Source: an optimization exercise on an open RTL-to-GDS flow (aim: small area, a short achievable clock period and few clock cycles). Production flows keep margins and buffers that such runs may drop. Function was checked by simulation only, so behaviour that the tests miss may differ from the original.

==> flow/design.v (excerpt) <==
module kz_imgdigest (
    input  wire         clk,
    input  wire         rst,         
    input  wire         in_valid,
    output wire         in_ready,
    input  wire [35:0]  in_w0,       
    input  wire [35:0]  in_w1,       
    input  wire         in_last,     
    output reg          out_valid,   
    output wire [255:0] digest       
);
    function [31:0] rotr(input [31:0] x, input integer n);
        rotr = (x >> n) | (x << (32 - n));
    endfunction
    function [31:0] bsig0(input [31:0] x);
        bsig0 = rotr(x, 2) ^ rotr(x, 13) ^ rotr(x, 22);
    endfunction
    function [31:0] bsig1(input [31:0] x);
        bsig1 = rotr(x, 6) ^ rotr(x, 11) ^ rotr(x, 25);
    endfunction
    function [31:0] ssig0(input [31:0] x);
        ssig0 = rotr(x, 7) ^ rotr(x, 18) ^ (x >> 3);
    endfunction
    function [31:0] ssig1(input [31:0] x);
        ssig1 = rotr(x, 17) ^ rotr(x, 19) ^ (x >> 10);
    endfunction
    function [63:0] csa(input [31:0] x, input [31:0] y, input [31:0] z);
        csa = {((x & y) | (x & z) | (y & z)) << 1, x ^ y ^ z};
    endfunction
    wire [5:0]  kidx;
    reg  [31:0] kt;
    always @* begin
        case (kidx)
            6'd0:  kt = 32'h428a2f98; 6'd1:  kt = 32'h71374491;
            6'd2:  kt = 32'hb5c0fbcf; 6'd3:  kt = 32'he9b5dba5;
            6'd4:  kt = 32'h3956c25b; 6'd5:  kt = 32'h59f111f1;
            6'd6:  kt = 32'h923f82a4; 6'd7:  kt = 32'hab1c5ed5;
            6'd8:  kt = 32'hd807aa98; 6'd9:  kt = 32'h12835b01;
            6'd10: kt = 32'h243185be; 6'd11: kt = 32'h550c7dc3;
  ...
Size in the first run: about 6300 cells after synthesis, ~330 I/O pins, roughly 69000 um2 of cells after synthesis.
Settings: LEC_CHECK=0, CAP_MARGIN=20, CORE_MARGIN=2, CORE_UTILIZATION=40, SETUP_SLACK_MARGIN=5, SLEW_MARGIN=20, SYNTH_HIERARCHICAL=1; clock period 10.0 ns.
run.sh (not shown) runs the stock make flow with config.mk's settings and CLKGATE_MAP_FILE= SYNTH_SCRIPT=/design/flow/synth_recipe.tcl, a recipe that flattens the netlist after the stock synthesis.
Testbench counts at the start, summed over its fixed seeds: cycles 98,488.
==> next run, changes <==
==> flow/flow/run.sh (new file) <==
#!/bin/bash
set -uo pipefail
bash standard.sh \
  "BUFFER_PORTS_ARGS=-buffer_cell sky130_fd_sc_hd__buf_2" \
  "CTS_ARGS=-sink_clustering_enable -repair_clock_nets -dont_use_dummy_load -sink_clustering_size 20 -sink_clustering_max_diameter 70 -buf_list sky130_fd_sc_hd__clkbuf_16" \
  SETUP_SLACK_MARGIN=5.8 \
  finish > standard_make.log 2>&1
==> flow/standard.sh (new file) <==
#!/bin/bash
# synth_recipe.tcl (not shown) runs the flow's synth.tcl, then flattens the netlist and writes it again
# the make line also repeats each setting of config.mk as NAME=value (left out here)
make -C /OpenROAD-flow-scripts/flow DESIGN_CONFIG=/design/flow/config.mk WORK_HOME=/design/flow/orfs CLKGATE_MAP_FILE= SYNTH_SCRIPT=/design/flow/synth_recipe.tcl "${@:-finish}"
Settings changed: CORE_UTILIZATION 40 to 50, CTS_BUF_LIST set to sky130_fd_sc_hd__clkbuf_16, CTS_CLUSTER_DIAMETER set to 70, CTS_CLUSTER_SIZE set to 20, SETUP_SLACK_MARGIN 5 to unset.
removed: flow/run.sh
Wire length grows by about 2%.
Clock-buffer cell count goes down by 92.
Via count rose by about 3%.
Worst hold slack degrades by 67 ps.
Synthesized area is unchanged.
==> next run, changes <==
==> flow/flow/run.sh (replaced) <==
#!/bin/bash
set -uo pipefail
bash standard.sh \
  "BUFFER_PORTS_ARGS=-buffer_cell sky130_fd_sc_hd__buf_1" \
  "CTS_ARGS=-sink_clustering_enable -repair_clock_nets -dont_use_dummy_load -sink_clustering_size 24 -sink_clustering_max_diameter 80 -buf_list sky130_fd_sc_hd__clkbuf_16" \
  SETUP_SLACK_MARGIN=5.4 \
  finish > standard_make.log 2>&1
Settings changed: CTS_BUF_LIST sky130_fd_sc_hd__clkbuf_16 to unset, CTS_CLUSTER_DIAMETER 70 to unset, CTS_CLUSTER_SIZE 20 to unset.
The new run finished clean.
Worst setup slack is worse by 46 ps.
Die area does not change.
Utilization came out lower by 2.2 points.
Via count drops by 1.2%.
Non-clock buffer count is lower by 77.
First-iteration DRC count goes down by 11%.
Synthesized cell count is unchanged.
==> next run, changes <==
==> flow/run.sh (new file) <==
#!/bin/bash
# synth_recipe.tcl (not shown) runs the flow's synth.tcl, then flattens the netlist and writes it again
# the make line also repeats each setting of config.mk as NAME=value (left out here)
make -C /OpenROAD-flow-scripts/flow DESIGN_CONFIG=/design/flow/config.mk WORK_HOME=/design/flow/orfs CLKGATE_MAP_FILE= SYNTH_SCRIPT=/design/flow/synth_recipe.tcl finish
Settings changed: CTS_BUF_LIST set to sky130_fd_sc_hd__clkbuf_16, CTS_CLUSTER_DIAMETER set to 70, CTS_CLUSTER_SIZE set to 20, SETUP_SLACK_MARGIN set to 5.
removed: flow/flow/run.sh
removed: flow/standard.sh
Result: The new run finished clean; setup slack gets worse by 390 ps; global-route usage goes down by 1.3 points; area after synthesis does not change; non-clock buffer count goes down by 150; hold slack gets better by 18 ps; fmax goes down by about 8%; design area goes up by about 1.3%; first-iteration DRC count goes up by about 4%.

-- static timing again, ports no longer ideal --
Ports are ideal in the flow. The routed layouts listed here were re-timed in OpenROAD.
Step 1: set_driving_cell puts a clkbuf_16 on clk and a buf_2 on each other input, an assumption about the parent block.
Step 2 times the ports against the registers' clock, not the clock port: input delays grow and output delays shrink by t, the midpoint of the rising clock arrivals with the driver on.
Slacks: ideal ports / drivers / drivers and shift; pairs: ideal ports / drivers.
run | t (ns) | setup slack, ns | latest minus earliest clock arrival (ns) | worst slew at a driven data input, ns
the first run | 0.886 | 4.927 / 4.927 / 4.927 | 0.036 / 0.036 | 0.06
the second run | 0.787 | 5.410 / 5.410 / 5.410 | 0.124 / 0.124 | 0.06
the third run | 0.772 | 5.364 / 5.364 / 5.364 | 0.112 / 0.112 | 0.07
the fourth run | 0.836 | 4.978 / 4.978 / 4.978 | 0.102 / 0.103 | 0.07
After both steps every run listed still meets setup and hold.
